Context: an optimization exercise on an open-source flow, tuned for small area, a short achievable clock period and few clock cycles. The choices shown serve that exercise and are no tape-out recipe. The RTL was checked by simulation tests, not by an equivalence proof against the original design. Power is estimated from default activity; no workload was simulated.

==> flow/design.v (excerpt) <==
module mxquant (
    input  wire         clk,
    input  wire         rst,           
    input  wire         in_valid,
    output wire         in_ready,
    input  wire [127:0] in_x,          
    input  wire [7:0]   in_fmt,        
    input  wire [2:0]   in_round,
    input  wire         in_sat,
    input  wire         seed_load,
    input  wire [31:0]  seed,
    output reg          out_valid,
    output reg  [31:0]  out_e,         
    output reg  [7:0]   out_scale,
    output reg  [3:0]   out_sat
);
    localparam LANES = 4;
    reg [2:0] ph;           
    reg [2:0] in_cnt;       
    reg       rdy;          
    reg       emit;         
    reg       v0, f0, l0;   
    reg [4:0] conv;         
    assign in_ready = rdy;
    wire accept   = in_valid && rdy;
    wire rdy_next = !seed_load && conv <= 5'd1 && (accept || ph + 3'd1 == in_cnt);
    always @(posedge clk) begin
        if (rst) begin
            ph     <= 3'd0;
            in_cnt <= 3'd0;
            rdy    <= 1'b1;
            emit   <= 1'b0;
            v0     <= 1'b0;
            f0     <= 1'b0;
            l0     <= 1'b0;
            conv   <= 5'd0;
        end else begin
            ph    <= ph + 3'd1;
            if (accept) in_cnt <= in_cnt + 3'd1;
            rdy   <= rdy_next;
            v0    <= accept;
            f0    <= accept && in_cnt == 3'd0;
            l0    <= accept && in_cnt == 3'd7;
            if (ph == 3'd7) emit <= accept && in_cnt == 3'd7;
            if (seed_load)         conv <= 5'd26;
            else if (conv != 5'd0) conv <= conv - 5'd1;
        end
    end
    reg [127:0] r0, r1, r2, r3, r4, r5, r6, r7;
    wire        wr = ph == in_cnt;
    always @(posedge clk) begin
        r0 <= wr ? in_x : r7;
        r1 <= r0; r2 <= r1; r3 <= r2; r4 <= r3; r5 <= r4; r6 <= r5; r7 <= r6;
    end
    reg [1:0] cfg_el;
  ...
For scale: ~6200 cells after synthesis, ~220 I/O pins, roughly 63000 sq um of cells after synthesis.
==> flow/config.mk <==
export PLATFORM = sky130hd
export DESIGN_NAME = mxquant
export DESIGN_NICKNAME = mxquant
export VERILOG_FILES = /design/flow/design.v
export SDC_FILE = /design/flow/constraint.sdc
export NUM_CORES = 4
export LEC_CHECK = 0
export CAP_MARGIN = 50
export CORE_MARGIN = 2
export CORE_UTILIZATION = 40
export CTS_CLUSTER_DIAMETER = 120
export CTS_CLUSTER_SIZE = 25
export SETUP_SLACK_MARGIN = 1.5
export SLEW_MARGIN = 70
==> flow/constraint.sdc <==
create_clock -name core_clock -period 24.0 [get_ports {clk}]
set_input_delay 4.8000 -clock core_clock [delete_from_list [all_inputs] [get_ports {clk}]]
set_output_delay 4.8000 -clock core_clock [all_outputs]
set_load 0.01 [all_outputs]
standard.sh (not shown) runs the stock make flow with config.mk's settings and CLKGATE_MAP_FILE= SYNTH_SCRIPT=/design/flow/synth_recipe.tcl, a recipe that flattens the netlist after the stock synthesis.
==> flow/flow/run.sh <==
#!/bin/bash
# The standard layout, with the port buffers made from plain buffers
# (sky130_fd_sc_hd__buf_2) instead of the delay buffers buffer_ports picks
# by default. Every input and output port still gets its own buffer.
set -e
export BUFFER_PORTS_ARGS="-buffer_cell sky130_fd_sc_hd__buf_2"
bash standard.sh > standard.log 2>&1
The first run completed with no timing, DRC or antenna violations.
Testbench counts at the start, summed over its fixed seeds: cycles 96,088.
Then changed:
Settings changed: CTS_CLUSTER_DIAMETER 120 to unset, CTS_CLUSTER_SIZE 25 to unset.
Result: The new run completed without violations; critical path depth does not change; fmax shrinks by 1.3%; sequential power stays flat; global-route usage grows by 0.28 points; sequential cell count is unchanged; setup slack loses 0.083 ns; clock-buffer cell count grows by 115; worst hold slack loses 0.0055 ns.

========
before:
mxquant, a different RTL version from the one above (not shown whole).
Size: about 1600 flip-flops, about 220 I/O pins, roughly 0.062 mm² of cells after synthesis.
Design mxquant, start of the top module:
module mxquant (
    input  wire         clk,
    input  wire         rst,           
    input  wire         in_valid,
    output wire         in_ready,
    input  wire [127:0] in_x,          
    input  wire [7:0]   in_fmt,        
    input  wire [2:0]   in_round,
    input  wire         in_sat,
    input  wire         seed_load,
    input  wire [31:0]  seed,
    output reg          out_valid,
    output reg  [31:0]  out_e,         
    output reg  [7:0]   out_scale,
    output reg  [3:0]   out_sat
);
==> flow/config.mk <==
export PLATFORM = sky130hd
export DESIGN_NAME = mxquant
export DESIGN_NICKNAME = mxquant
export VERILOG_FILES = /design/flow/design.v
export SDC_FILE = /design/flow/constraint.sdc
export NUM_CORES = 4
export LEC_CHECK = 0
export CAP_MARGIN = 50
export CORE_MARGIN = 2
export CORE_UTILIZATION = 40
export SETUP_SLACK_MARGIN = 1.5
export SLEW_MARGIN = 70
==> flow/constraint.sdc <==
create_clock -name core_clock -period 24.0 [get_ports {clk}]
set_input_delay 4.8000 -clock core_clock [delete_from_list [all_inputs] [get_ports {clk}]]
set_output_delay 4.8000 -clock core_clock [all_outputs]
set_load 0.01 [all_outputs]
Scripts as last shown in full above: flow/flow/run.sh
before reached the end of the flow, and the finished layout is clean on the timing, DRC and antenna checks.
Testbench counts of before, summed over its fixed seeds: cycles 96,088.
Setup changes, before to after
# before
export LEC_CHECK = 0
export CAP_MARGIN = 50
export CORE_MARGIN = 2
export CORE_UTILIZATION = 40
export SETUP_SLACK_MARGIN = 1.5
export SLEW_MARGIN = 70
create_clock -name core_clock -period 24.0 [get_ports {clk}]
# after
export LEC_CHECK = 0
export CAP_MARGIN = 50
export CORE_MARGIN = 2
export CORE_UTILIZATION = 40
export CTS_CLUSTER_DIAMETER = 120
export CTS_CLUSTER_SIZE = 25
export SETUP_SLACK_MARGIN = 1.5
export SLEW_MARGIN = 70
create_clock -name core_clock -period 24.0 [get_ports {clk}]
Findings:
Post-layout minimum cycle time for after: 0.042 ns up relative to before. Between before and after, wire length decreased. after and before ended up with roughly the same fraction of met1 tracks used by global routing. Utilization after layout, after and before: higher on before.

-- re-timing with driven ports --
In the flow no input, the clock included, has a driving cell. The finished layouts below were timed again as built, in two steps.
Step 1 (the two cells are an assumption about what drives the block):
set clk [get_ports {clk}]
set_driving_cell -lib_cell sky130_fd_sc_hd__clkbuf_16 $clk
set_driving_cell -lib_cell sky130_fd_sc_hd__buf_2 [delete_from_list [all_inputs] $clk]
Step 2 times the ports against the registers' clock, not the clock port: input delays grow and output delays shrink by t, the midpoint of the rising clock arrivals with the driver on.
Slacks: ideal / step 1 / step 2; pairs: ideal / step 1.
run	t, ns	slack for setup (ns)	hold slack, ns
the first run of note 1	0.794	17.953 / 17.872 / 17.721	0.305 / 0.305 / 0.305
the second run of note 1	0.863	17.870 / 17.790 / 17.680	0.300 / 0.300 / 0.300
before	0.850	17.543 / 17.543 / 17.510	0.302 / 0.302 / 0.302
after	0.776	17.501 / 17.501 / 17.501	0.313 / 0.313 / 0.313
After both steps setup and hold are still met in every run listed. For the first run of note 1, which loses most, drivers alone change the setup slack by -0.081 ns; drivers and shift together by -0.232 ns.
